Source: an optimization exercise on an open RTL-to-GDS flow (aim: small area). Production flows keep margins and buffers that such runs may drop. The RTL was checked by simulation tests, not by an equivalence proof against the original design. No activity file was given, so power comes from the tool's default toggle rates.

File: design/flow/design.v
`timescale 1ns/1ps
module acq_decim (
    input  wire        clk,
    input  wire        rst,
    input  wire        start,
    input  wire [2:0]  order,
    input  wire [10:0] ratio,
    input  wire [31:0] cal_ofs,
    input  wire [31:0] cal_gain,
    input  wire        x_valid,
    input  wire [13:0] x,
    output reg         res_valid,
    output wire [29:0] res_f,
    output wire [31:0] res_v,
    output wire        res_clip,
    output wire        res_sat
);
    localparam [2:0] ST_IDLE = 3'd0,
                     ST_ACC  = 3'd1,
                     ST_MUL  = 3'd2,
                     ST_DIV  = 3'd3,
                     ST_CAL  = 3'd4;
    reg [2:0]  st;
    reg [4:0]  cnt;
    reg        busy;       
    reg [10:0] pd;         
    reg [2:0]  blk;        
    reg        tflag;      
    reg        clip;
    reg signed [2:0]  a1;
    reg signed [11:0] a2;
    reg signed [20:0] a3;
    reg        [30:0] a4;
    reg [53:0] S;
    reg signed [31:0] phi;
    reg        [13:0] xr;
    reg        cy;
    reg        eprev;
    wire k1 = (order == 3'd1);
    wire k2 = (order == 3'd2);
    wire k3 = (order == 3'd3);
    wire k4 = (order == 3'd4);
    reg signed [2:0] tap;
    always @(*) begin
        tap = 3'sd0;
        if (tflag) begin
            case ({order, blk})
                {3'd1, 3'd1}: tap = -3'sd1;
                {3'd2, 3'd1}: tap = -3'sd2;
                {3'd3, 3'd1}: tap = -3'sd3;
                {3'd3, 3'd2}: tap =  3'sd3;
                default:      tap =  3'sd0;
            endcase
        end
    end
    wire signed [2:0] tap4 = (tflag && k4) ?
                             ((blk == 3'd2) ? -3'sd2 : (blk == 3'd1 || blk == 3'd3) ? -3'sd4 : 3'sd0) : 3'sd0;
    wire signed [2:0] tap_lo = (k4) ? 3'sd0 : tap;
    wire signed [2:0]  a1_n = a1 + tap4;
    wire signed [11:0] a2_n = a2 + (k3 ? {{9{tap_lo[2]}}, tap_lo} : {{9{a1[2]}}, a1});
    wire signed [20:0] a3_n = a3 + (k2 ? {{18{tap_lo[2]}}, tap_lo} : {{9{a2[11]}}, a2});
    wire        [30:0] a4_n = a4 + (k1 ? {{28{tap_lo[2]}}, tap_lo} : {{10{a3[20]}}, a3});
    wire               h_end = (a4_n == 31'd0);
    wire cal = (st == ST_CAL);
    wire step0 = (cnt == 5'd0);
    wire [30:0] q31 = {S[13:0], a3[16:0]};
    wire [29:0] fp  = q31[30:1] + {29'd0, q31[0]};           
    wire [29:0] fs  = {~fp[29], fp[28:0]};                    
    wire [33:0] fse = {{4{fs[29]}}, fs};
    wire [33:0] ose = ~{{2{cal_ofs[31]}}, cal_ofs};
    wire [1:0]  fdig = fse[{cnt, 1'b0} +: 2];
    wire [1:0]  odig = ose[{cnt, 1'b0} +: 2];
    wire [2:0]  esum = {1'b0, fdig} + {1'b0, odig} + {2'b0, (step0 ? 1'b1 : cy)};
    wire        e_lo = esum[0];
    wire        e_hi = esum[1];
    wire bb2 = cal ? e_hi : ((cnt == 5'd6) ? 1'b0 : xr[2]);
    wire bb1 = cal ? e_lo : xr[1];
    wire bb0 = cal ? (step0 ? 1'b0 : eprev) : (step0 ? 1'b0 : xr[0]);
    wire d_neg = bb2 & ~(bb1 & bb0);
    wire d_one = bb1 ^ bb0;
    wire d_two = (bb2 & ~bb1 & ~bb0) | (~bb2 & bb1 & bb0);
    wire [33:0] mcand = cal ? {{2{cal_gain[31]}}, cal_gain} : {2'b00, a4, 1'b0};
    wire [33:0] mag   = d_two ? {mcand[32:0], 1'b0} : (d_one ? mcand : 34'd0);
    wire [33:0] addend = d_neg ? ~mag : mag;
    wire [33:0] opa = step0 ? (cal ? 34'd524288 : (xr[0] ? {3'b000, a4} : 34'd0))
                            : {{2{phi[31]}}, phi};
    wire [33:0] bsum = opa + addend + {33'd0, d_neg};
    wire [40:0] dvs  = {phi[26:0], xr};
    wire [41:0] dsub = {1'b0, S[53:13]} - {1'b0, dvs};
    wire        dge  = ~dsub[41];
    wire sat = ~((&phi[31:17]) | ~(|phi[31:17]));
    assign res_f    = fs;
    assign res_v    = sat ? (phi[31] ? 32'h80000000 : 32'h7fffffff) : {phi[17:0], xr};
    assign res_sat  = sat;
    assign res_clip = clip;
    always @(posedge clk) begin
        if (rst) begin
            st        <= ST_IDLE;
            res_valid <= 1'b0;
            busy      <= 1'b0;
        end else begin
            res_valid <= 1'b0;
            case (st)
                ST_IDLE: begin
                    if (start) begin
                        st    <= ST_ACC;
                        busy  <= 1'b0;
                        pd    <= ratio;
                        blk   <= 3'd0;
                        clip  <= 1'b0;
                        a1    <= k4 ? 3'sd1 : 3'sd0;
                        a2    <= (k4 | k3) ? 12'sd1 : 12'sd0;
                        a3    <= (k1) ? 21'sd0 : 21'sd1;
                        a4    <= 31'd1;
                        S     <= 54'd0;
                    end
                end
                ST_ACC: begin
                    if (busy) begin
                        cnt <= cnt + 5'd1;
                        if (cnt != 5'd7) begin
                            phi <= bsum[33:2];
                            xr  <= {bsum[1:0], xr[13:2]};
                        end
                        if (cnt == 5'd0) a1 <= a1_n;
                        if (cnt == 5'd1) a2 <= a2_n;
                        if (cnt == 5'd2) a3 <= a3_n;
                        if (cnt == 5'd7) begin
                            busy <= 1'b0;
                            S    <= S + {10'd0, phi[29:0], xr};
                            a4   <= a4_n;
                            if (h_end) begin
                                a4  <= {20'd0, ratio};
                                phi <= 32'd0;
                                xr  <= {3'd0, ratio};
                                a3  <= 21'd0;
                                blk <= order - 3'd1;
                                cnt <= 5'd0;
                                st  <= k1 ? ST_DIV : ST_MUL;
                            end
                        end
                    end
                    if (x_valid) begin
                        busy <= 1'b1;
                        cnt  <= 5'd0;
                        xr   <= {~x[13], x[12:0]};
                        if (x == 14'h2000 || x == 14'h1fff)
                            clip <= 1'b1;
                        if (pd == 11'd1) begin
                            pd    <= ratio;
                            blk   <= blk + 3'd1;
                            tflag <= 1'b1;
                        end else begin
                            pd    <= pd - 11'd1;
                            tflag <= 1'b0;
                        end
                    end
                end
                ST_MUL: begin
                    cnt <= cnt + 5'd1;
                    if (cnt != 5'd7) begin
                        phi <= bsum[33:2];
                        xr  <= {bsum[1:0], xr[13:2]};
                    end else begin
                        cnt <= 5'd0;
                        if (blk == 3'd1) begin
                            st <= ST_DIV;
                        end else begin
                            blk <= blk - 3'd1;
                            a4  <= {phi[16:0], xr};
                            phi <= 32'd0;
                            xr  <= {3'd0, ratio};
                        end
                    end
                end
                ST_DIV: begin
                    cnt <= cnt + 5'd1;
                    S   <= {(dge ? dsub[39:0] : S[52:13]), S[12:0], a3[16]};
                    a3  <= {a3[20:17], a3[15:0], dge};
                    if (cnt == 5'd30) begin
                        st  <= ST_CAL;
                        cnt <= 5'd0;
                    end
                end
                ST_CAL: begin
                    cnt   <= cnt + 5'd1;
                    phi   <= bsum[33:2];
                    xr    <= {bsum[1:0], xr[13:2]};
                    cy    <= esum[2];
                    eprev <= e_hi;
                    if (cnt == 5'd16) begin
                        st        <= ST_IDLE;
                        res_valid <= 1'b1;
                    end
                end
                default: st <= ST_IDLE;
            endcase
        end
    end
endmodule
File: design/flow/run.sh
#!/bin/bash
# synth_recipe.tcl (not shown) runs the flow's synth.tcl, then flattens the netlist and writes it again
# the make line also repeats each setting of config.mk as NAME=value (left out here)
make -C /OpenROAD-flow-scripts/flow DESIGN_CONFIG=/design/flow/config.mk WORK_HOME=/design/flow/orfs CLKGATE_MAP_FILE= SYNTH_SCRIPT=/design/flow/synth_recipe.tcl finish
File: design/flow/config.mk
export PLATFORM = sky130hd
export DESIGN_NAME = acq_decim
export DESIGN_NICKNAME = acq_decim
export VERILOG_FILES = /design/flow/design.v
export SDC_FILE = /design/flow/constraint.sdc
export NUM_CORES = 4
export LEC_CHECK = 0
export CAP_MARGIN = 20
export CORE_MARGIN = 2
export CORE_UTILIZATION = 40
export SLEW_MARGIN = 20
File: design/flow/constraint.sdc
create_clock -name core_clock -period 12.0 [get_ports {clk}]
set_input_delay 2.4000 -clock core_clock [delete_from_list [all_inputs] [get_ports {clk}]]
set_output_delay 2.4000 -clock core_clock [all_outputs]
set_load 0.01 [all_outputs]
==> flow_summary.yaml <==
critical_path:
  crit_family: "compound AO/OA/AOI/OAI gates"
  rrSetupSlack_ns: 2.15
  critPathSlowestCell: "edfxtp_1"
  worstPathArrival_ns: 10.10
  critPathRequiredTime_ns: 12.25
  worstRegToRegCells: 31
  worst_setup_path_start_kind: "flip-flop"
  crit_fanout: 52
  crit_cells: 31
  critical_path_buf_inv_count: 2
  slowest_delay_ns: 0.55
  end_kind: "flip-flop"
  path_class: "flip-flop to flip-flop"
  r2r-end: "phi[30]"
  r2r_start: "a3[5]"
  crit_path_start: "a3[5]"
clock_tree:
  cts.path.max_buffers: 2
  insertion_delay_ns: 0.52
  clkTransAtPathRegs_ns: 0.10
  cts_setup_buffers: 0
  cts_tree: "yes"
  root_buffer: "clkbuf_16"
  numCtsBuffers: 17
  clock_sinks: 195
  h-tree-depth: 4
  holdBufCountCts: 0
  cts_resized: 0
power:
  power.net_switching_w: 0.00123
  p_leak_nw: 10.1
  internal-power_w: 0.00180
  clkPwrFrac: 0.216
  sw_frac_of_total: 0.406
  p_per_area_nw_per_um2: 122
  peakVddDrop_uv: 116
  seq_power_share: 0.309
  p_comb_frac: 0.475
route:
  postRouteAntennaNets: 0
  via_per_inst: 6.16
  drtIter0Drc: 2137
  wl_per_cell_um: 22.3
  first_pass_iters: 6
  drt-total-wl_mm: 77.4
  drc: 0
  num_vias: 21300
worst_hold_path:
  hold_end: "a3[20]"
  hold_path_depth: 2
  hold_path.class: "flip-flop to flip-flop"
  hp-start: "a3[20]"
global_routing:
  gr-total-overflow: 0
  antenna_found_initial: 1
  grt_pass1_wl_mm: 118
  grt_max_degree: 62
  grtUsageTotal: 0.267
  grt_pass1_vias: 20300
yosys:
  synth_ff_type: "edfxtp_1"
  synthArstFlopShare: 0
  synth_edf_count: 190
  syn-cell-area_um2: 22000
  avgSynthCellArea_um2: 8.24
  synthesis.nets: 2975
  yosys_warnings: 1
  synthCells: 2673
  synth_seq_area_share: 0.263
  ys_types: 88
  synth.ff_latch_count: 195
placement:
  dp_cells: 3433
  placed_area_um2: 24300
  port_buffers: 160
  gp_congestion: 0.943
  hpwl_mm: 59.6
cells_and_area:
  layout_common_cells: "nand2_1, a21oi_1, ha_1"
  fin_cells: 3465
  drive_above_1_share: 0.0449
  num-fill-cells: 5395
  fin_area_um2: 24900
  diodes: 0
  syn_to_final_growth_pct: 13.1
  final_common_cell: "nand2_1"
  layout.nets: 3050
sta:
  slew_violations: 0
  setup_viol: 0
  clock_skew_ns: 0.0247
  fmax_mhz: 102
  period_share: 0.821
  hold_viol_final: 0
  tns_ns: 0
  fin_crit_ns: 9.85
  max_slew_margin: 0.252
  rsz0062_at_grt: "false"
  worstMarginPinSlew_ns: 1.12
outcome:
  status: "complete, no violations"
die:
  row_count: 86
  ios: 161
  start_util: 0.402
  coreArea_um2: 54800
  die_w_um: 239
  dieArea_um2: 57000
  die_h_um: 239
job:
  max-cap-violations: 0
## metal layers
metal	GRT usage	vias up	wire length, µm
li1	-	10100	-
met1	0.350	10300	33200
met2	0.443	808	36300
met3	0.0402	152	4930
met4	0.103	2	2860
met5	0	-	13
## worst max-delay path by stage
| stage | end |
|---|---|
| floorplan | phi[30] |
| global placement | phi[30] |
| detailed placement | phi[30] |
| CTS | phi[30] |
| global route | phi[30] |
| finish | phi[30] |
## area by class of cell
cell class	instances	area, µm²	area share
sequential	195	5810	0.233
tap	704	881	0.0353
timing repair buffer	191	1830	0.0736
clock inverter	15	206	0.00828
clock buffer	17	425	0.0171
inverter	108	405	0.0163
multi-input combinational	2235	15400	0.616
## cell families after synthesis
| family | synth area share |
|---|---|
| AO/OA/AOI/OAI | 0.260 |
| XOR/XNOR | 0.0949 |
| flip-flops | 0.263 |
| multiplexers | 0.0437 |
| buffers and inverters | 0.0436 |
| adder cells (fa/ha/maj) | 0.120 |
| AND/OR/NAND/NOR | 0.175 |
## synthesized netlist by cell type (23+ instances only)
cell	n	area [µm²]
a211oi_1	31	233
a21o_1	94	706
a21oi_1	228	1140
a22o_1	34	298
a31oi_1	37	231
and3_1	27	169
clkbuf_1	112	420
edfxtp_1	190	5710
ha_1	198	2480
inv_1	106	398
mux2i_1	50	500
nand2_1	372	1400
nand2b_1	29	181
nand3_1	47	235
nand4_1	23	144
nor2_1	168	631
nor2b_1	24	150
nor3_1	47	235
o21a_1	53	398
o21ai_0	159	796
o21bai_1	28	210
o22ai_1	74	463
xnor2_1	165	1450
xor2_1	71	622
## metrics by stage
step                setup slack (ns)  utilization  power (W)  hold slack [ns]
floorplan                       3.19            -    0.00198            0.584
global placement                2.13        0.443    0.00235            0.615
detailed placement              1.92        0.443    0.00237            0.639
CTS                             2.32        0.455    0.00302            0.662
global route                    1.43        0.455    0.00321            0.695
finish                          2.15        0.455    0.00304            0.671
## registers in the layout (all words and copies together), names as in the netlist
name and flops:
cnt 5, busy 1, S 54, phi 32, a3 21, eprev 1, pd 11, a4 31
blk 3, a1 3, cy 1, a2 12, xr 14, tflag 1, st 3, res_valid 1
clip 1
## tightest hold or removal path: stages, from the launching register on
cell and delay (ns):
edfxtp_1 0.39, xnor2_1 0.08, nor2_1 0.08
## power by group through the flow
stage / Combinational (W) / Sequential (W) / Clock (W)
after global routing: 0.00159 / 0.000944 / 0.000681
after CTS: 0.00143 / 0.000938 / 0.000660
after global placement: 0.00139 / 0.000952 / 0
after floorplan: 0.00107 / 0.000906 / 0
after detailed placement: 0.00141 / 0.000953 / 0
final: 0.00144 / 0.000938 / 0.000656

what the ideal ports hide:
How much do the figures lean on ideal ports? The routed layout below was timed once more, with nothing changed but the port constraints.
Step 1: set_driving_cell puts a clkbuf_16 on clk and a buf_2 on each other input, an assumption about the parent block.
Step 2 adds t to the input delays and takes it off the output delays; t is the mean of the earliest and latest rising clock arrival at the registers after step 1. Input paths then give back, and output paths get back, about the clock's delay inside the block.
Three values: no drivers, after step 1, after step 2; two values: the first two.
t, ns: 0.568
slack for setup (ns): 2.149 / 2.149 / 1.721
clock arrival spread, ns: 0.024 / 0.024
After both steps setup and hold are still met in this run. The setup slack of this run moves by 0.000 ns with the drivers and by -0.428 ns with both steps.
